What follows belongs to an exercise in optimizing a design on an open flow for small area, a short achievable clock period and few clock cycles per item; a production flow would make more cautious choices. Only simulation tests tie the RTL to the original design; equivalence was not proved.

===== flow/config.mk =====
export PLATFORM = sky130hd
export DESIGN_NAME = stripe_recover
export DESIGN_NICKNAME = stripe_recover
export VERILOG_FILES = /design/flow/design.v
export SDC_FILE = /design/flow/constraint.sdc
export NUM_CORES = 4
export LEC_CHECK = 0
export CAP_MARGIN = 20
export CORE_MARGIN = 2
export CORE_UTILIZATION = 40
export CTS_BUF_LIST = sky130_fd_sc_hd__clkbuf_4
export SLEW_MARGIN = 20

===== flow/constraint.sdc =====
create_clock -name core_clock -period 14.0 [get_ports {clk}]
set_input_delay 2.8000 -clock core_clock [delete_from_list [all_inputs] [get_ports {clk}]]
set_output_delay 2.8000 -clock core_clock [all_outputs]
set_load 0.01 [all_outputs]

===== flow/design.v =====
module stripe_recover (
    input  wire         clk,
    input  wire         rst,
    input  wire         cfg_valid,
    output wire         cfg_ready,
    input  wire [4:0]   cfg_k,
    input  wire [1:0]   cfg_m,
    input  wire [18:0]  cfg_avail,
    input  wire         in_valid,
    output wire         in_ready,
    input  wire [151:0] in_data,
    output wire         out_valid,
    input  wire         out_ready,
    output wire         out_ok,
    output wire [127:0] out_data
);
    function [7:0] gf_mul;
        input [7:0] a;
        input [7:0] b;
        reg   [7:0] x, acc;
        integer     t;
        begin
            x   = a;
            acc = 8'h00;
            for (t = 0; t < 8; t = t + 1) begin
                if (b[t])
                    acc = acc ^ x;
                x = {x[6:0], 1'b0} ^ (x[7] ? 8'h1D : 8'h00);
            end
            gf_mul = acc;
        end
    endfunction
    function [7:0] gf_mulc;
        input [7:0] a;
        input integer e;
        reg   [7:0] x;
        integer     t;
        begin
            x = a;
            for (t = 0; t < e; t = t + 1)
                x = {x[6:0], 1'b0} ^ (x[7] ? 8'h1D : 8'h00);
            gf_mulc = x;
        end
    endfunction
    function [7:0] gf_zech;
        input [3:0] n;
        begin
            case (n)
            4'd0: gf_zech = 8'h00;
            4'd1: gf_zech = 8'h19;
            4'd2: gf_zech = 8'h32;
            4'd3: gf_zech = 8'hDF;
            4'd4: gf_zech = 8'h64;
            4'd5: gf_zech = 8'h8A;
            4'd6: gf_zech = 8'hBF;
            4'd7: gf_zech = 8'h70;
            4'd8: gf_zech = 8'hC8;
            4'd9: gf_zech = 8'h78;
            4'd10: gf_zech = 8'h15;
            4'd11: gf_zech = 8'hF5;
            4'd12: gf_zech = 8'h7F;
            4'd13: gf_zech = 8'h63;
            4'd14: gf_zech = 8'hE0;
            4'd15: gf_zech = 8'h21;
            default: gf_zech = 8'h00;
            endcase
        end
    endfunction
    function [7:0] gf_pw;
        input [4:0] n;
        begin
            case (n)
            5'd0: gf_pw = 8'h01;
            5'd1: gf_pw = 8'h02;
            5'd2: gf_pw = 8'h04;
            5'd3: gf_pw = 8'h08;
            5'd4: gf_pw = 8'h10;
            5'd5: gf_pw = 8'h20;
            5'd6: gf_pw = 8'h40;
            5'd7: gf_pw = 8'h80;
            5'd8: gf_pw = 8'h1D;
            5'd9: gf_pw = 8'h3A;
            5'd10: gf_pw = 8'h74;
            5'd11: gf_pw = 8'hE8;
            5'd12: gf_pw = 8'hCD;
            5'd13: gf_pw = 8'h87;
            5'd14: gf_pw = 8'h13;
            5'd15: gf_pw = 8'h26;
            5'd16: gf_pw = 8'h4C;
            5'd17: gf_pw = 8'h98;
            5'd18: gf_pw = 8'h2D;
            5'd19: gf_pw = 8'h5A;
            5'd20: gf_pw = 8'hB4;
            5'd21: gf_pw = 8'h75;
            5'd22: gf_pw = 8'hEA;
            5'd23: gf_pw = 8'hC9;
            5'd24: gf_pw = 8'h8F;
            5'd25: gf_pw = 8'h03;
            5'd26: gf_pw = 8'h06;
            5'd27: gf_pw = 8'h0C;
            5'd28: gf_pw = 8'h18;
            5'd29: gf_pw = 8'h30;
            5'd30: gf_pw = 8'h60;
            5'd31: gf_pw = 8'hC0;
            default: gf_pw = 8'h00;
            endcase
        end
    endfunction
    function [7:0] gf_p16;
        input [3:0] n;
        begin
            case (n)
            4'd0: gf_p16 = 8'h01;
            4'd1: gf_p16 = 8'h4C;
            4'd2: gf_p16 = 8'h9D;
            4'd3: gf_p16 = 8'h46;
            4'd4: gf_p16 = 8'h5F;
            4'd5: gf_p16 = 8'hFD;
            4'd6: gf_p16 = 8'hD9;
            4'd7: gf_p16 = 8'h81;
            4'd8: gf_p16 = 8'h85;
            4'd9: gf_p16 = 8'hA8;
            4'd10: gf_p16 = 8'hE6;
            4'd11: gf_p16 = 8'hE3;
            4'd12: gf_p16 = 8'h82;
            4'd13: gf_p16 = 8'h51;
            4'd14: gf_p16 = 8'h12;
            4'd15: gf_p16 = 8'h2C;
            default: gf_p16 = 8'h00;
            endcase
        end
    endfunction
    function [7:0] gf_ipw;
        input [4:0] n;
        begin
            case (n)
            5'd0: gf_ipw = 8'h01;
            5'd1: gf_ipw = 8'h8E;
            5'd2: gf_ipw = 8'h47;
            5'd3: gf_ipw = 8'hAD;
            5'd4: gf_ipw = 8'hD8;
            5'd5: gf_ipw = 8'h6C;
            5'd6: gf_ipw = 8'h36;
            5'd7: gf_ipw = 8'h1B;
            5'd8: gf_ipw = 8'h83;
            5'd9: gf_ipw = 8'hCF;
            5'd10: gf_ipw = 8'hE9;
            5'd11: gf_ipw = 8'hFA;
            5'd12: gf_ipw = 8'h7D;
            5'd13: gf_ipw = 8'hB0;
            5'd14: gf_ipw = 8'h58;
            5'd15: gf_ipw = 8'h2C;
            5'd16: gf_ipw = 8'h16;
            5'd17: gf_ipw = 8'h0B;
            5'd18: gf_ipw = 8'h8B;
            5'd19: gf_ipw = 8'hCB;
            5'd20: gf_ipw = 8'hEB;
            5'd21: gf_ipw = 8'hFB;
            5'd22: gf_ipw = 8'hF3;
            5'd23: gf_ipw = 8'hF7;
            5'd24: gf_ipw = 8'hF5;
            5'd25: gf_ipw = 8'hF4;
            5'd26: gf_ipw = 8'h7A;
            5'd27: gf_ipw = 8'h3D;
            5'd28: gf_ipw = 8'h90;
            5'd29: gf_ipw = 8'h48;
            5'd30: gf_ipw = 8'h24;
            5'd31: gf_ipw = 8'h12;
            default: gf_ipw = 8'h00;
            endcase
        end
    endfunction
    function [3:0] tadd;
        input [3:0] x;
        input [3:0] y;
        begin
            tadd[0] = x[0] | y[0];
            tadd[1] = x[1] | y[1] | (x[0] & y[0]);
            tadd[2] = x[2] | y[2] | (x[1] & y[0]) | (x[0] & y[1]);
            tadd[3] = x[3] | y[3] | (x[2] & y[0]) | (x[1] & y[1]) | (x[0] & y[2]);
        end
    endfunction
    function [7:0] add255;
        input [7:0] x;
        input [7:0] y;
        reg   [7:0] g, p, g1, p1, g2, p2, g3, p3, cin;
        integer     t;
        begin
            g = x & y;
            p = x ^ y;
            for (t = 0; t < 8; t = t + 1) begin
                g1[t] = (t >= 1) ? (g[t]  | (p[t]  & g[t-1]))  : g[t];
                p1[t] = (t >= 1) ? (p[t]  & p[t-1])             : p[t];
            end
            for (t = 0; t < 8; t = t + 1) begin
                g2[t] = (t >= 2) ? (g1[t] | (p1[t] & g1[t-2])) : g1[t];
                p2[t] = (t >= 2) ? (p1[t] & p1[t-2])            : p1[t];
            end
            for (t = 0; t < 8; t = t + 1) begin
                g3[t] = (t >= 4) ? (g2[t] | (p2[t] & g2[t-4])) : g2[t];
                p3[t] = (t >= 4) ? (p2[t] & p2[t-4])            : p2[t];
            end
            cin[0] = g3[7];
            for (t = 1; t < 8; t = t + 1)
                cin[t] = g3[t-1] | (p3[t-1] & g3[7]);
            add255 = p ^ cin;
        end
    endfunction
    function [7:0] add255_3;
        input [7:0] x;
        input [7:0] y;
        input [7:0] z;
        reg   [7:0] sm, cy;
        begin
            sm = x ^ y ^ z;
            cy = (x & y) | (x & z) | (y & z);
            add255_3 = add255(sm, {cy[6:0], cy[7]});
        end
    endfunction
    function [15:0] kmask;
        input [4:0] n;
        begin
            case (n)
            5'd0: kmask = 16'h0000;
            5'd1: kmask = 16'h0001;
            5'd2: kmask = 16'h0003;
            5'd3: kmask = 16'h0007;
            5'd4: kmask = 16'h000F;
            5'd5: kmask = 16'h001F;
            5'd6: kmask = 16'h003F;
            5'd7: kmask = 16'h007F;
            5'd8: kmask = 16'h00FF;
            5'd9: kmask = 16'h01FF;
            5'd10: kmask = 16'h03FF;
            5'd11: kmask = 16'h07FF;
            5'd12: kmask = 16'h0FFF;
            5'd13: kmask = 16'h1FFF;
            5'd14: kmask = 16'h3FFF;
            5'd15: kmask = 16'h7FFF;
            5'd16: kmask = 16'hFFFF;
            5'd17: kmask = 16'hFFFF;
            5'd18: kmask = 16'hFFFF;
            5'd19: kmask = 16'hFFFF;
            5'd20: kmask = 16'hFFFF;
            5'd21: kmask = 16'hFFFF;
            5'd22: kmask = 16'hFFFF;
            5'd23: kmask = 16'hFFFF;
            5'd24: kmask = 16'hFFFF;
            5'd25: kmask = 16'hFFFF;
            5'd26: kmask = 16'hFFFF;
            5'd27: kmask = 16'hFFFF;
            5'd28: kmask = 16'hFFFF;
            5'd29: kmask = 16'hFFFF;
            5'd30: kmask = 16'hFFFF;
            5'd31: kmask = 16'hFFFF;
            default: kmask = 16'hFFFF;
            endcase
        end
    endfunction
    function [7:0] gf_alog;
        input [7:0] n;
        reg   [7:0] x;
        begin
            x = gf_p16(n[7:4]);
            if (n[0]) x = gf_mulc(x, 1);
            if (n[1]) x = gf_mulc(x, 2);
            if (n[2]) x = gf_mulc(x, 4);
            if (n[3]) x = gf_mulc(x, 8);
            gf_alog = x;
        end
    endfunction
    reg [15:0] f_km, f_er;
    reg [2:0]  f_rp;
    reg [3:0]  f_pre [0:15];    
    reg [3:0]  f_p0, f_p1, f_p2;
    reg [3:0]  f_ne;
    reg [2:0]  f_nr;
    reg        f_fail;
    integer    fc, fl;
    always @(*) begin
        f_km = kmask(cfg_k);
        f_er = ~cfg_avail[15:0] & f_km;
        f_rp[0] = (cfg_m != 2'd0) && cfg_avail[16];
        f_rp[1] = cfg_m[1] && cfg_avail[17];
        f_rp[2] = (cfg_m == 2'd3) && cfg_avail[18];
        for (fc = 0; fc < 16; fc = fc + 1)
            f_pre[fc] = {3'b000, f_er[fc]};
        for (fl = 1; fl < 16; fl = fl * 2)
            for (fc = 15; fc >= 0; fc = fc - 1)
                if (fc >= fl)
                    f_pre[fc] = tadd(f_pre[fc], f_pre[fc - fl]);
        f_p0 = 4'd0;
        f_p1 = 4'd0;
        f_p2 = 4'd0;
        for (fc = 1; fc < 16; fc = fc + 1) begin
            if (f_er[fc] && !f_pre[fc-1][0])
                f_p0 = f_p0 | fc[3:0];
            if (f_er[fc] && f_pre[fc-1][0] && !f_pre[fc-1][1])
                f_p1 = f_p1 | fc[3:0];
            if (f_er[fc] && f_pre[fc-1][1] && !f_pre[fc-1][2])
                f_p2 = f_p2 | fc[3:0];
        end
        f_ne = f_pre[15];
        f_nr[0] = |f_rp;
        f_nr[1] = (f_rp[0] & f_rp[1]) | (f_rp[0] & f_rp[2]) | (f_rp[1] & f_rp[2]);
        f_nr[2] = &f_rp;
        f_fail = (f_ne[0] & !f_nr[0]) | (f_ne[1] & !f_nr[1]) | (f_ne[2] & !f_nr[2]) | f_ne[3];
    end
    reg [15:0] q_pm;            
    reg [3:0]  q_p0, q_p1, q_p2;    
    reg [2:0]  q_ne;            
    reg [2:0]  q_rp;            
    reg        q_fail;
    reg  v1, v2;                          
    wire ld2 = !v2 || out_ready;          
    wire ld  = !v1 || ld2;                
    reg  busy;
    wire n_busy = !rst && cfg_valid && ld && f_ne[1];
    always @(posedge clk)
        busy <= n_busy;
    wire n_v1 = !rst && (ld ? (in_valid && !busy) : v1);
    wire n_v2 = !rst && (ld2 ? v1 : v2);
    reg  r_nf, r_nb, r_nfb;
    always @(posedge clk) begin
        r_nf  <= !(n_v1 && n_v2);
        r_nb  <= !n_busy;
        r_nfb <= !(n_v1 && n_v2) && !n_busy;
    end
    assign cfg_ready = r_nf || out_ready;
    assign in_ready  = r_nfb || (out_ready && r_nb);
    always @(posedge clk) begin
        if (cfg_valid && ld) begin
            q_pm   <= cfg_avail[15:0] & f_km;
            q_p0   <= f_p0;
            q_p1   <= f_p1;
            q_p2   <= f_p2;
            q_ne   <= f_ne[2:0];
            q_rp   <= f_rp;
            q_fail <= f_fail;
        end
    end
    wire [1:0] r0   = q_rp[0] ? 2'd0 : (q_rp[1] ? 2'd1 : 2'd2);
    wire [1:0] r1   = (q_rp[0] && q_rp[1]) ? 2'd1 : 2'd2;
    wire [1:0] dd   = (q_rp[0] && !q_rp[1]) ? 2'd2 : 2'd1;   
    wire       e1   = q_ne[0] && !q_ne[1];
    wire       e2   = q_ne[1] && !q_ne[2];
    wire       e3   = q_ne[2];
    wire       fail = q_fail;
    wire [4:0] pa = {1'b0, q_p0};
    wire [4:0] pb = {1'b0, q_p1};
    wire [4:0] pc = {1'b0, q_p2};
    wire [3:0] dba = q_p1 - q_p0;
    wire [3:0] dca = q_p2 - q_p0;
    wire [3:0] dcb = q_p2 - q_p1;
    wire [7:0] z_u  = gf_zech(dba);
    wire [7:0] z_ba = (e2 && dd == 2'd2) ? {z_u[6:0], z_u[7]} : z_u;
    wire [7:0] z_ca = e3 ? gf_zech(dca) : 8'h00;
    wire [7:0] z_cb = e3 ? gf_zech(dcb) : 8'h00;
    wire [4:0] sab  = pa + pb;
    wire [1:0] rs0  = e1 ? r0 : (e2 ? r1 : 2'd2);
    wire [4:0] sm0  = (rs0 == 2'd0) ? 5'd0 : ((rs0 == 2'd1) ? pa : {pa[3:0], 1'b0});
    wire [4:0] sm1  = (e2 && r0 == 2'd0) ? ((dd == 2'd1) ? pa : {pa[3:0], 1'b0}) : sab;
    reg  [7:0] a_z0, a_z1, a_z2;
    reg  [4:0] a_sm0, a_sm1;
    always @(posedge clk) begin
        a_z0  <= e1 ? 8'h00 : z_ba;
        a_z1  <= z_ca;
        a_z2  <= z_cb;
        a_sm0 <= sm0;
        a_sm1 <= sm1;
    end
    wire [7:0] lk0  = add255_3({3'd0, a_sm0}, a_z0, a_z1);
    wire [7:0] lk1  = add255_3({3'd0, a_sm1}, a_z0, a_z2);
    wire [4:0] db  = (dd == 2'd2) ? {pb[3:0], 1'b0} : pb;
    wire [4:0] da  = (dd == 2'd2) ? {pa[3:0], 1'b0} : pa;
    wire       on00 = (e1 && r0 == 2'd0) || (e2 && r0 == 2'd0) || e3;
    wire       on10 = (e2 && r0 == 2'd0) || e3;
    wire       on01 = (e1 && r0 == 2'd1) || (e2 && (r0 == 2'd1 || r1 == 2'd1)) || e3;
    wire       on11 = (e2 && (r0 == 2'd1 || r1 == 2'd1)) || e3;
    wire [4:0] x00  = e3 ? (pb + pc) : (e2 ? db : 5'd0);
    wire [4:0] x10  = e3 ? (pa + pc) : da;
    wire [3:0] x01  = (e3 || (e2 && r0 == 2'd1)) ? q_p1 : 4'd0;
    wire [3:0] x11  = (e3 || (e2 && r0 == 2'd1)) ? q_p0 : 4'd0;
    wire [7:0] gcx  = e3 ? gf_pw({1'b0, q_p2}) : 8'h00;
    wire [7:0] b00  = on00 ? gf_pw(x00) : 8'h00;
    wire [7:0] b10  = on10 ? gf_pw(x10) : 8'h00;
    wire [7:0] b01  = on01 ? (gf_pw({1'b0, x01}) ^ gcx) : 8'h00;
    wire [7:0] b11  = on11 ? (gf_pw({1'b0, x11}) ^ gcx) : 8'h00;
    wire       b02  = (e1 && r0 == 2'd2) || (e2 && r1 == 2'd2) || e3;
    wire       b12  = (e2 && r1 == 2'd2) || e3;
    reg [7:0] c_b00, c_b01, c_b10, c_b11, c_k0, c_k1;
    reg       c_b02, c_b12;
    always @(posedge clk) begin
        c_b00 <= b00;
        c_b01 <= b01;
        c_b02 <= b02;
        c_b10 <= b10;
        c_b11 <= b11;
        c_b12 <= b12;
        c_k0  <= q_ne[1] ? gf_alog(~lk0) : gf_ipw(sm0);
        c_k1  <= gf_alog(~lk1);
    end
    reg [127:0] md;             
    reg [7:0]   s0, s1, s2;     
    reg [127:0] f_md;
    reg [7:0]   f_s0, f_s1, f_s2;
    reg [7:0]   tq [0:15];
    reg [7:0]   tz [0:15];
    integer     sc;
    always @(*) begin
        for (sc = 0; sc < 16; sc = sc + 1) begin
            f_md[sc*8 +: 8] = in_data[sc*8 +: 8] & {8{q_pm[sc]}};
            tq[sc] = f_md[sc*8 +: 8];
            tz[sc] = f_md[sc*8 +: 8];
        end
        f_s0 = in_data[128 +: 8];
        for (sc = 0; sc < 16; sc = sc + 1)
            f_s0 = f_s0 ^ f_md[sc*8 +: 8];
        for (sc = 0; sc < 16; sc = sc + 2) begin
            tq[sc] = tq[sc] ^ gf_mulc(tq[sc + 1], 1);
            tz[sc] = tz[sc] ^ gf_mulc(tz[sc + 1], 2);
        end
        for (sc = 0; sc < 16; sc = sc + 4) begin
            tq[sc] = tq[sc] ^ gf_mulc(tq[sc + 2], 2);
            tz[sc] = tz[sc] ^ gf_mulc(tz[sc + 2], 4);
        end
        for (sc = 0; sc < 16; sc = sc + 8) begin
            tq[sc] = tq[sc] ^ gf_mulc(tq[sc + 4], 4);
            tz[sc] = tz[sc] ^ gf_mulc(tz[sc + 4], 8);
        end
        for (sc = 0; sc < 16; sc = sc + 16) begin
            tq[sc] = tq[sc] ^ gf_mulc(tq[sc + 8], 8);
            tz[sc] = tz[sc] ^ gf_mulc(tz[sc + 8], 16);
        end
        f_s1 = in_data[136 +: 8] ^ tq[0];
        f_s2 = in_data[144 +: 8] ^ tz[0];
    end
    always @(posedge clk) begin
        if (rst)
            v1 <= 1'b0;
        else if (ld)
            v1 <= in_valid && !busy;
        if (ld) begin
            md <= f_md;
            s0 <= f_s0;
            s1 <= f_s1;
            s2 <= f_s2;
        end
    end
    wire [7:0] t0 = gf_mul(s0, c_b00) ^ gf_mul(s1, c_b01) ^ (s2 & {8{c_b02}});
    wire [7:0] t1 = gf_mul(s0, c_b10) ^ gf_mul(s1, c_b11) ^ (s2 & {8{c_b12}});
    wire [7:0] x0 = gf_mul(c_k0, t0);
    wire [7:0] x1 = gf_mul(c_k1, t1);
    wire [7:0] x2 = s0 ^ x0 ^ x1;
    reg [127:0] f_out;
    integer     oc;
    always @(*) begin
        for (oc = 0; oc < 16; oc = oc + 1)
            f_out[oc*8 +: 8] = md[oc*8 +: 8] |
                               (x0 & {8{q_ne[0] && q_p0 == oc[3:0]}}) |
                               (x1 & {8{q_ne[1] && q_p1 == oc[3:0]}}) |
                               (x2 & {8{q_ne[2] && q_p2 == oc[3:0]}});
    end
    reg [127:0] r_out;
    reg         r_ok;
    always @(posedge clk) begin
        if (rst)
            v2 <= 1'b0;
        else if (ld2)
            v2 <= v1;
        if (ld2) begin
            r_out <= f_out;
            r_ok  <= !fail;
        end
    end
    assign out_valid = v2;
    assign out_ok    = r_ok;
    assign out_data  = r_out;
endmodule

===== flow/flow/run.sh =====
#!/bin/bash
set -euo pipefail
bash standard.sh SETUP_SLACK_MARGIN=8.0 "BUFFER_PORTS_ARGS=-buffer_cell sky130_fd_sc_hd__buf_1" finish > flow_make.log 2>&1

===== flow/standard.sh =====
#!/bin/bash
# synth_recipe.tcl (not shown) runs the flow's synth.tcl, then flattens the netlist and writes it again
# the make line also repeats each setting of config.mk as NAME=value (left out here)
make -C /OpenROAD-flow-scripts/flow DESIGN_CONFIG=/design/flow/config.mk WORK_HOME=/design/flow/orfs CLKGATE_MAP_FILE= SYNTH_SCRIPT=/design/flow/synth_recipe.tcl "${@:-finish}"

==> summary.txt, run 1 <==
Logic synthesis
  • Top area cells in the synthesized netlist: sky130_fd_sc_hd__edfxtp_1 25%, sky130_fd_sc_hd__xnor2_1 18%, sky130_fd_sc_hd__nand2_1 6.5%
  • Post-synthesis cell type count: 105
  • Yosys synthesis warning count: 4
  • Dominant cell by count in the synthesized netlist: sky130_fd_sc_hd__xnor2_1
  • Average cell area after synthesis: 8.637 µm²
  • Leading area contributor after synthesis: sky130_fd_sc_hd__edfxtp_1
  • Post-synthesis instance area: 0.03815 mm²
  • Instance count of the mapped netlist: 4,417
  • Primary flip-flop cell chosen by synthesis mapping: sky130_fd_sc_hd__edfxtp_1
  • Synth Register Bits: 405
  • Commonest cells in the synthesized netlist: 768 x sky130_fd_sc_hd__xnor2_1, 665 x sky130_fd_sc_hd__nand2_1, 315 x sky130_fd_sc_hd__edfxtp_1, 281 x sky130_fd_sc_hd__nor2_1, 278 x sky130_fd_sc_hd__a21oi_1
  • Area fraction of the dominant cell type after synthesis: 24.79%
  • Nets in the synthesized netlist: 4,709
  • Part of the Yosys area used for sequential elements: 29.52%
  • Synth async-reset ratio: 0%
  • EDFF count, synth: 315

Route
  • Post-route DRC: 0
  • Post-detailed-route via-to-cell ratio: 5.865
  • Number of DRC violations after detailed-routing iteration 0: 5,023
  • Total wirelength of the detailed-routed design: 154,600 µm
  • Via Count: 35,430
  • Average detailed-routed wire length per instance: 25.60 µm
  • Detailed-router iteration count before antenna repair: 8
  • Antenna Violating Nets Remaining: 0

Clock network
  • Number of buffers added by the clock tree synthesis step: 111
  • Clock Sink Count: 405
  • # H-tree levels: 3
  • TritonCTS clock tree: done
  • Worst-case clock buffer depth: 3
  • Skew-Pair Late Insertion Delay: 1.00 ns
  • CTS Hold Buffers Added: 0
  • Clock Root Buffer: sky130_fd_sc_hd__clkbuf_4
  • Clock transition at the register clock pins on the worst setup and hold paths after CTS: 0.07 ns

STA
  • Hold violation total from the final report: 0
  • Total negative slack: 0 ns
  • Setup-failing EPs final: 0
  • Max frequency: 165.9 MHz
  • Post-layout worst setup margin: 7.970 ns
  • Final min period: 6.030 ns
  • Max-slew violation count: 0
  • Setup repair after global routing missed its margin: yes
  • Worst-margin pin slew: 1.141 ns
  • Fin crit share: 43.07%
  • Max transition margin: 23.36%
  • Setup Skew: 0.1013 ns

Global routing
  • Number of antenna violations at the first check in global routing: 3
  • GR peak layer: met2
  • Global Route met3 Usage: 6.292%
  • Global-route total usage across every layer: 30.48%
  • Fraction of met1 tracks used by global routing: 41.69%
  • Global-route wire length before repair: 222,900 µm
  • Largest net degree at the start of global routing: 82
  • Vias in the first global route: 33,290
  • GR Util met2: 47.15%
  • Gr ovfl total: 0

Layout
  • Relative area change from synthesis to final layout: 11.61%
  • Fillcell total: 9,438
  • Largest regs: md: 128 flops, r_out: 128 flops, q_pm: 16 flops
  • Multi-input gate area in the final layout: 0.02559 mm²
  • Register cell area after layout: 0.01126 mm²
  • Share of post-route cells with drive strength above 1: 9.076%
  • Net count, final: 4,980

Placed design
  • Final weighted congestion in routability-driven placement: 1.011
  • HPWL after DPL: 119,000 µm
  • Worst-case setup slack after placement: 7.350 ns
  • PortBufs: 314

Status
  • Run status: timing/DRC/antenna clean

Die
  • IO Pins: 315
  • Die Width: 312.8 µm
  • Row Count: 113
  • Starting Density: 40.27%
  • Core ar.: 0.09473 mm²
  • Die ar.: 0.09787 mm²
  • Die outline height: 312.8 µm

Setup path
  • FF-to-FF End: c_k0[3]$_DFF_P_
  • Largest fanout on the critical path: 3
  • Arrival time at the worst endpoint: 3.23 ns
  • Worst R2R Path Depth: 19
  • Critical path launch point type: primary input
  • CP Class: primary input to output port
  • Crit path required time: 11.20 ns
  • Setup crit end kind: output port
  • Reg-to-Reg Start: a_z0[4]$_SDFF_PP0_

Hold path
  • Terminating pin of the worst hold path: r_ok$_DFFE_PN_
  • Cell depth of the worst min-delay path: 1
  • Path type of the worst min-delay path: flip-flop to flip-flop
  • Min-delay src: q_fail$_DFFE_PP_

Job
  • Number of violations of the max-capacitance limit: 0
## stage by stage
stage / util, % / cell area (µm²) / hold slack, ns / cells
finish: 44.95 / 42580 / 0.5267 / 6040
global route: 44.95 / 42580 / 0.5516 / 6040
detailed placement: 42.76 / 40510 / 0.5200 / 5821
floorplan: - / 38160 / 0.4869 / 4417
CTS: 44.60 / 42250 / 0.5325 / 6027
global placement: 42.76 / 40510 / 0.5111 / 5821
## worst max path at each step
stage                                   from                    end  slack (ns)  cells past startpoint
after floorplan           a_z0[4]$_SDFF_PP0_        c_k0[3]$_DFF_P_        8.08                     23
after global placement              cfg_k[4]  q_p2[2]$_SDFFCE_PP1P_        7.43                     15
after detailed placement            cfg_k[4]  q_p2[2]$_SDFFCE_PP1P_        7.35                     15
after CTS                 a_z0[1]$_SDFF_PP0_        c_k0[3]$_DFF_P_        7.92                     22
after global routing      a_z0[4]$_SDFF_PP0_        c_k0[3]$_DFF_P_        7.74                     22
final                              out_ready              cfg_ready        7.97                      3
## layout by cell type (no fill, tap or decap), drive strengths merged, types with 12 or more instances in the layout
master  Yosys  final
a211oi     51     51
a21o       29     29
a21oi     282    282
a221o      20     20
a221oi     59     59
a22oi      27     27
a31oi      28     28
a32oi      13     13
and2       56     56
and3       20     20
buf        80    403
clkbuf    165    153
clkinv     11     45
dfxtp      90     90
edfxtp    315    315
fa         18     18
ha         91     91
inv       190    193
mux2       20     20
mux2i      43     43
mux4       12     12
nand2     665    665
nand2b     20     20
nand3      71     71
nor2      284    284
nor2b      39     39
nor3       78     78
o211ai     46     46
o21a       17     17
o21ai     200    200
o21bai     23     23
o221ai     83     83
o22ai      31     31
or2        22     22
or3        12     12
xnor2     778    778
xnor3      35     35
xor2      240    240
xor3       12     12
## layer usage
metal / wire length (µm) / share of wire, %
met5: 0 / 0
met4: 6490 / 4.2
met3: 16180 / 10
met2: 68050 / 44
met1: 63930 / 41
## what timing repair did
| item | CTS | global route |
|---|---|---|
| endpoints found under the setup margin | 115 | 101 |
| cloned | 0 | 0 |
| buffers inserted | 10 | 7 |
| gates resized for setup | 32 | 45 |
| pin swaps | 4 | 5 |
## worst max-delay path, stage by stage
cell and delay [ns]:
sky130_fd_sc_hd__buf_6 0.09, sky130_fd_sc_hd__or2_4 0.22, sky130_fd_sc_hd__buf_6 0.12
## cells by family (layout without fill, tap and decap cells)
family          count (synthesis)  after routing  share of synthesized area (%)
xor+xnor                     1065           1065                          26.47
mux                            75             75                          2.427
other cells                     0              4                              0
flops                         405            405                          29.52
buf+inv                       446            800                          4.791
simple gates                 1307           1307                          14.87
compound gates               1008           1008                          17.95
fa+ha+maj                     111            111                          3.981
## cell type report
| class | instances | area share (%) |
|---|---|---|
| Inverter | 201 | 1.784 |
| Clock buffer | 153 | 2.697 |
| Tap cell | 1265 | 3.717 |
| Antenna cell | 4 | 0.02351 |
| Multi-Input combinational cell | 3566 | 60.09 |
| Sequential cell | 405 | 26.45 |
| Clock inverter | 43 | 0.8462 |
| Timing Repair Buffer | 403 | 4.390 |
Testbench counts, summed over its fixed seeds: cycles 6,399, items 6,144.
==> inputs of run 2 (changes only) <==
--- a/flow/config.mk
+++ b/flow/config.mk
@@ -10,3 +10,5 @@
 export CORE_UTILIZATION = 40
-export CTS_BUF_LIST = sky130_fd_sc_hd__clkbuf_4
+export CTS_BUF_LIST = sky130_fd_sc_hd__clkbuf_8
+export CTS_CLUSTER_DIAMETER = 60
+export CTS_CLUSTER_SIZE = 14
 export SLEW_MARGIN = 20
==> run 2 against run 1 <==
Effect of this change: die area is the same; critical path type unchanged.
==> summary.txt, run 2 <==
Status
  • Run status: timing/DRC/antenna clean

STA
  • Max transition margin: 20.71%
  • Fin crit share: 43.07%
  • Final min period: 6.030 ns
  • Worst-margin pin slew: 1.188 ns
  • Setup-failing EPs final: 0
  • Post-layout worst setup margin: 7.970 ns
  • Hold violation total from the final report: 0
  • Max-slew violation count: 0
  • Worst hold slack: 0.5376 ns
  • Setup repair after global routing missed its margin: yes
  • Setup Skew: 0.08763 ns
  • Total negative slack: 0 ns
  • Max frequency: 165.9 MHz

Logic synthesis
  • Post-synthesis instance area: 0.03815 mm²
  • Primary flip-flop cell chosen by synthesis mapping: sky130_fd_sc_hd__edfxtp_1
  • Dominant cell by count in the synthesized netlist: sky130_fd_sc_hd__xnor2_1
  • Synth Register Bits: 405
  • Area fraction of the dominant cell type after synthesis: 24.79%
  • Part of the Yosys area used for sequential elements: 29.52%
  • Post-synthesis cell type count: 105
  • EDFF count, synth: 315
  • Leading area contributor after synthesis: sky130_fd_sc_hd__edfxtp_1
  • Nets in the synthesized netlist: 4,709
  • Commonest cells in the synthesized netlist: 768 x sky130_fd_sc_hd__xnor2_1, 665 x sky130_fd_sc_hd__nand2_1, 315 x sky130_fd_sc_hd__edfxtp_1, 281 x sky130_fd_sc_hd__nor2_1, 278 x sky130_fd_sc_hd__a21oi_1
  • Instance count of the mapped netlist: 4,417
  • Top area cells in the synthesized netlist: sky130_fd_sc_hd__edfxtp_1 25%, sky130_fd_sc_hd__xnor2_1 18%, sky130_fd_sc_hd__nand2_1 6.5%
  • Average cell area after synthesis: 8.637 µm²
  • Synth async-reset ratio: 0%
  • Yosys synthesis warning count: 4

Setup path
  • Cell type with the highest occurrence count on the critical path: sky130_fd_sc_hd__buf_6
  • Critical path launch point type: primary input
  • CP max-delay cell: sky130_fd_sc_hd__or2_4
  • Kind of cell adding the most delay to the critical path: simple AND/OR/NAND/NOR gates
  • Critical path buffers and inverters: 2
  • Setup crit end kind: output port
  • Delay contributed by the slowest stage of the critical path: 0.22 ns
  • Arrival time at the worst endpoint: 3.23 ns
  • Crit path required time: 11.20 ns
  • Cells along the critical path: buf_6 -> or2_4 -> buf_6
  • Largest fanout on the critical path: 3
  • CP Class: primary input to output port

Global routing
  • Vias in the first global route: 32,680
  • Largest net degree at the start of global routing: 82
  • Global-route total usage across every layer: 30.22%
  • Global-route wire length before repair: 221,400 µm
  • Number of antenna violations at the first check in global routing: 3
  • Gr ovfl total: 0

Clock network
  • # H-tree levels: 2
  • Skew-Pair Late Insertion Delay: 0.75 ns
  • CTS Hold Buffers Added: 0
  • Clock transition at the register clock pins on the worst setup and hold paths after CTS: 0.08 ns
  • Clock Sink Count: 405
  • Clock Root Buffer: sky130_fd_sc_hd__clkbuf_8
  • Number of buffers added by the clock tree synthesis step: 48
  • Worst-case clock buffer depth: 3
  • TritonCTS clock tree: done

Route
  • Via Count: 35,040
  • Antenna Violating Nets Remaining: 0
  • Post-detailed-route via-to-cell ratio: 5.908
  • Total wirelength of the detailed-routed design: 153,800 µm
  • Average detailed-routed wire length per instance: 25.93 µm
  • Detailed-router iteration count before antenna repair: 7
  • Number of DRC violations after detailed-routing iteration 0: 4,709
  • Post-route DRC: 0

Layout
  • Share of post-route cells with drive strength above 1: 7.546%
  • Net count, final: 4,923
  • Highest-count cells in the layout ignoring fill and taps: 750 x sky130_fd_sc_hd__xnor2_1, 663 x sky130_fd_sc_hd__nand2_1, 315 x sky130_fd_sc_hd__edfxtp_1, 312 x sky130_fd_sc_hd__buf_1, 277 x sky130_fd_sc_hd__nor2_1
  • Final core utilization: 44.62%
  • Most common library cell in the layout ignoring fill and taps: sky130_fd_sc_hd__xnor2_1
  • Relative area change from synthesis to final layout: 10.79%
  • Largest regs: md: 128 flops, r_out: 128 flops, q_pm: 16 flops

Job
  • Number of violations of the max-capacitance limit: 0

Die
  • Die Width: 312.8 µm
  • Starting Density: 40.27%
  • Die outline height: 312.8 µm
  • Row Count: 113
  • IO Pins: 315
  • Die ar.: 0.09787 mm²
  • Core ar.: 0.09473 mm²

Placed design
  • Worst-case setup slack after placement: 7.350 ns
  • HPWL after DPL: 119,000 µm
  • Final weighted congestion in routability-driven placement: 1.011
  • PortBufs: 314

Hold path
  • Path type of the worst min-delay path: flip-flop to flip-flop
-- run 2: cell types whose count changed in the layout (fill, tap and decap cells not counted), sizes merged --
cell	before	now
bufinv	5	4
clkinv	45	21
clkbuf	153	49
diode	4	1
clkinvlp	1	3
buf	403	409
inv	193	208
-- run 2: final timing paths --
kind / startpoint / to / slack [ns] / cells after the start
setup / recovery: out_ready / cfg_ready / 7.97 / 3
hold / removal: q_fail$_DFFE_PP_ / r_ok$_DFFE_PN_ / 0.54 / 1
setup reg to reg: s1[5]$_DFFE_PN_ / r_out[37]$_DFFE_PN_ / 8.20 / 17
hold reg to reg: q_fail$_DFFE_PP_ / r_ok$_DFFE_PN_ / 0.54 / 1
-- run 2: repair_timing --
item | 4_1_cts | 5_1_grt
gates resized for setup | 32 | 61
setup endpoints to repair | 101 | 106
pin swaps | 6 | 14
setup buffers | 13 | 11
-- run 2: kinds of logic after synthesis --
group                    count (synthesis)  share of synthesized area, %
XOR/XNOR                              1065                         26.47
AND/OR/NAND/NOR                       1307                         14.87
adder cells (fa/ha/maj)                111                         3.981
multiplexers                            75                         2.427
AO/OA/AOI/OAI                         1008                         17.95
buffers and inverters                  446                         4.791
flip-flops                             405                         29.52
-- run 2: area by class of cell --
class	count	area (µm²)
Timing Repair Buffer	409	1917
Inverter	201	759.5
Fill cell	9449	52460
Clock buffer	49	674.4
Multi-Input combinational cell	3566	25680
Sequential cell	405	11260
Clock inverter	35	387.9
Tap cell	1265	1583
Antenna cell	1	2.502
-- run 2: through the flow --
stage	cell area, µm²	instances
global route	42270	5931
detailed placement	40510	5821
global placement	40510	5821
floorplan	38160	4417
CTS	41830	5918
finish	42270	5931
-- run 2: worst register-to-register path: cells and delay by family (launching register included) --
| kind | cells | cell delay [ns] |
|---|---|---|
| mux | 1 | 0.27 |
| buf+inv | 3 | 0.89 |
| simple gates | 2 | 0.18 |
| flops | 1 | 0.33 |
| xor+xnor | 7 | 2.78 |
| compound gates | 4 | 1.13 |
-- run 2: metal layers --
metal,wire [µm],track usage [%]
met4,6762,11.48
met5,13,0
met2,67600,46.78
met1,64350,41.80
met3,15100,5.650
==> inputs of run 3 (changes only) <==
--- a/flow/config.mk
+++ b/flow/config.mk
@@ -13,2 +13,3 @@
 export CTS_CLUSTER_SIZE = 14
+export PLACE_DENSITY = 0.8
 export SLEW_MARGIN = 20
==> run 3 against run 2 <==
Effect of this change: non-clock buffer count is 1 lower; critical endpoint unchanged; first-iteration DRC count is 7.4% higher; highest routed layer unchanged; sequential cell count stayed put; maximum frequency stayed put; critical path type unchanged.
==> summary.txt, run 3 <==
Status
  • Run status: timing/DRC/antenna clean

STA
  • Fin crit share: 43.07%
  • Max frequency: 165.9 MHz
  • Setup repair after global routing missed its margin: yes
  • Worst-margin pin slew: 1.107 ns
  • Max-slew violation count: 0
  • Final min period: 6.030 ns
  • Total negative slack: 0 ns
  • Max transition margin: 26.18%
  • Setup-failing EPs final: 0
  • Setup Skew: 0.05992 ns
  • Hold violation total from the final report: 0

Layout
  • Net count, final: 4,920
  • Largest regs: md: 128 flops, r_out: 128 flops, q_pm: 16 flops
  • Highest-count cells in the layout ignoring fill and taps: 751 x sky130_fd_sc_hd__xnor2_1, 663 x sky130_fd_sc_hd__nand2_1, 315 x sky130_fd_sc_hd__edfxtp_1, 310 x sky130_fd_sc_hd__buf_1, 278 x sky130_fd_sc_hd__nor2_1
  • Relative area change from synthesis to final layout: 10.22%
  • Share of post-route cells with drive strength above 1: 7.223%
  • Final core utilization: 44.39%
  • Most common library cell in the layout ignoring fill and taps: sky130_fd_sc_hd__xnor2_1
  • Fillcell total: 9,269

Global routing
  • Vias in the first global route: 32,860
  • Global-route wire length before repair: 215,300 µm
  • Global-route total usage across every layer: 29.08%
  • Largest net degree at the start of global routing: 80
  • Gr ovfl total: 0
  • Number of antenna violations at the first check in global routing: 6

Logic synthesis
  • Area fraction of the dominant cell type after synthesis: 24.79%
  • Part of the Yosys area used for sequential elements: 29.52%
  • Primary flip-flop cell chosen by synthesis mapping: sky130_fd_sc_hd__edfxtp_1
  • Post-Synth Simple-Gate Area: 14.87%
  • Synth Register Bits: 405
  • Yosys synthesis warning count: 4
  • Top area cells in the synthesized netlist: sky130_fd_sc_hd__edfxtp_1 25%, sky130_fd_sc_hd__xnor2_1 18%, sky130_fd_sc_hd__nand2_1 6.5%
  • Dominant cell by count in the synthesized netlist: sky130_fd_sc_hd__xnor2_1
  • Synth async-reset ratio: 0%
  • Fraction of the mapped netlist area in adder cells: 3.981%
  • Post-synthesis cell type count: 105
  • Post-synthesis xor/xnor area fraction: 26.47%
  • Commonest cells in the synthesized netlist: 768 x sky130_fd_sc_hd__xnor2_1, 665 x sky130_fd_sc_hd__nand2_1, 315 x sky130_fd_sc_hd__edfxtp_1, 281 x sky130_fd_sc_hd__nor2_1, 278 x sky130_fd_sc_hd__a21oi_1
  • Instance count of the mapped netlist: 4,417
  • Multiplexer fraction of the synthesized cell area: 2.427%
  • Average cell area after synthesis: 8.637 µm²
  • Nets in the synthesized netlist: 4,709
  • Leading area contributor after synthesis: sky130_fd_sc_hd__edfxtp_1
  • Combinational family with the most area after synthesis: XOR/XNOR gates
  • EDFF count, synth: 315
  • Post-synthesis instance area: 0.03815 mm²
  • Fraction of the mapped netlist area in compound gates: 17.95%

Die
  • IO Pins: 315
  • Die ar.: 0.09787 mm²
  • Die Width: 312.8 µm
  • Row Count: 113
  • Die outline height: 312.8 µm
  • Core ar.: 0.09473 mm²
  • Starting Density: 40.27%

Job
  • Number of violations of the max-capacitance limit: 0

Route
  • Detailed-router iteration count before antenna repair: 11
  • Via Count: 35,600
  • Post-detailed-route via-to-cell ratio: 6.015
  • Number of DRC violations after detailed-routing iteration 0: 5,057
  • Total wirelength of the detailed-routed design: 148,500 µm
  • Post-route DRC: 0
  • Average detailed-routed wire length per instance: 25.09 µm
  • Antenna Violating Nets Remaining: 0

Setup path
  • Critical path buffers and inverters: 2
  • Crit path required time: 11.20 ns
  • Kind of cell adding the most delay to the critical path: simple AND/OR/NAND/NOR gates
  • Delay contributed by the slowest stage of the critical path: 0.22 ns
  • Cells along the critical path: buf_6 -> or2_4 -> buf_6
  • Setup crit end kind: output port
  • Cell type with the highest occurrence count on the critical path: sky130_fd_sc_hd__buf_6
  • Arrival time at the worst endpoint: 3.23 ns
  • CP Class: primary input to output port
  • Critical path launch point type: primary input
  • Largest fanout on the critical path: 3
  • CP max-delay cell: sky130_fd_sc_hd__or2_4

Clock network
  • TritonCTS clock tree: done
  • Worst-case clock buffer depth: 3
  • Clock transition at the register clock pins on the worst setup and hold paths after CTS: 0.10 ns
  • Skew-Pair Late Insertion Delay: 0.72 ns
  • Clock Root Buffer: sky130_fd_sc_hd__clkbuf_8
  • Number of buffers added by the clock tree synthesis step: 46
  • Clock Sink Count: 405
  • # H-tree levels: 2

Placed design
  • PortBufs: 314
  • Final weighted congestion in routability-driven placement: 1.017
  • HPWL after DPL: 113,800 µm

Hold path
  • Path type of the worst min-delay path: flip-flop to flip-flop
-- run 3: changes by cell type in the layout (fill, tap and decap cells not counted), sizes merged --
cell,previous run,this run
clkinv,21,24
clkinvlp,3,1
bufinv,4,0
buf,409,406
inv,208,201
-- run 3: timing repair --
action,4_1_cts,5_1_grt
gates resized for setup,35,55
endpoints found under the setup margin,137,93
buffers inserted,15,26
endpoints found under the hold margin,0,0
hold buffers,0,0
pin swaps,5,18
-- run 3: final cells by class --
type,instances,area (µm²),area share [%]
sequential,405,11270,26.79
clock inverter,25,249.0,0.5921
tap,1265,1583,3.764
clock buffer,47,646.9,1.538
inverter,201,757.0,1.800
antenna,1,2.502,0.005951
timing repair buffer,408,1918,4.561
multi-input combinational,3566,25630,60.95
-- run 3: final timing paths --
check,slack [ns],cells after the start,endpoint,from
setup / recovery,7.97,3,cfg_ready,out_ready
hold / removal,0.50,2,r_out[51]$_DFFE_PN_,md[51]$_DFFE_PN_
setup reg to reg,8.15,18,r_out[30]$_DFFE_PN_,s0[7]$_DFFE_PN_
hold reg to reg,0.50,2,r_out[51]$_DFFE_PN_,md[51]$_DFFE_PN_
-- run 3: worst reg2reg max path, stage by stage (launching register included) --
cell and delay, ns:
sky130_fd_sc_hd__edfxtp_1 0.35, sky130_fd_sc_hd__buf_4 0.33, sky130_fd_sc_hd__xor2_2 0.63, sky130_fd_sc_hd__nand2_1 0.17, sky130_fd_sc_hd__xnor2_1 0.18, sky130_fd_sc_hd__xnor2_1 0.38
sky130_fd_sc_hd__xnor3_1 0.51, sky130_fd_sc_hd__xnor2_1 0.34, sky130_fd_sc_hd__buf_4 0.29, sky130_fd_sc_hd__o211ai_1 0.12, sky130_fd_sc_hd__o21ai_0 0.14, sky130_fd_sc_hd__xnor2_1 0.15
sky130_fd_sc_hd__xnor2_1 0.28, sky130_fd_sc_hd__xnor2_2 0.15, sky130_fd_sc_hd__buf_4 0.37, sky130_fd_sc_hd__xnor2_1 0.19, sky130_fd_sc_hd__xnor2_1 0.13, sky130_fd_sc_hd__buf_4 0.34
sky130_fd_sc_hd__o221ai_1 0.42
-- run 3: kinds of logic after synthesis --
family | count (synthesis)
compound gates | 1008
buf+inv | 446
xor+xnor | 1065
mux | 75
fa+ha+maj | 111
flops | 405
simple gates | 1307
-- run 3: layer usage --
metal / GRT usage (%) / share of wire [%]
met1: 39.43 / 39
met2: 44.57 / 44
met5: 0.9188 / 0.13
met4: 11.37 / 4.8
met3: 6.934 / 12
-- run 3: metrics by stage --
step,hold slack [ns],instance area (µm²),setup slack (ns),cells
floorplan,0.4869,38160,8.081,4417
global placement,0.5004,40310,7.161,5804
detailed placement,0.5109,40310,7.175,5804
CTS,0.5096,41510,7.885,5891
global route,0.5335,42050,7.962,5918
finish,0.5019,42050,7.970,5918

==> what the ideal ports hide <==
How much do the figures lean on ideal ports? The routed layouts below were timed once more, with nothing changed but the port constraints. Step 1: set_driving_cell puts a clkbuf_16 on clk and a buf_2 on each other input, an assumption about the parent block. Step 2, shift: input delay + t, output delay - t, t = (earliest + latest rising clock arrival at the registers) / 2. This alone moves slack from input paths to output paths. Slacks: ideal / step 1 / step 2; pairs: ideal / step 1.
run | shift t [ns] | setup slack, ns | worst slew at a driven data input, ns
run 1 | 1.012 | 7.970 / 7.938 / 7.450 | 0.07
run 2 | 0.769 | 7.970 / 7.938 / 7.524 | 0.07
run 3 | 0.756 | 7.970 / 7.931 / 7.563 | 0.07
After both steps every run listed still meets setup and hold. For run 1, which loses most, drivers alone change the setup slack by -0.032 ns; drivers and shift together by -0.520 ns.
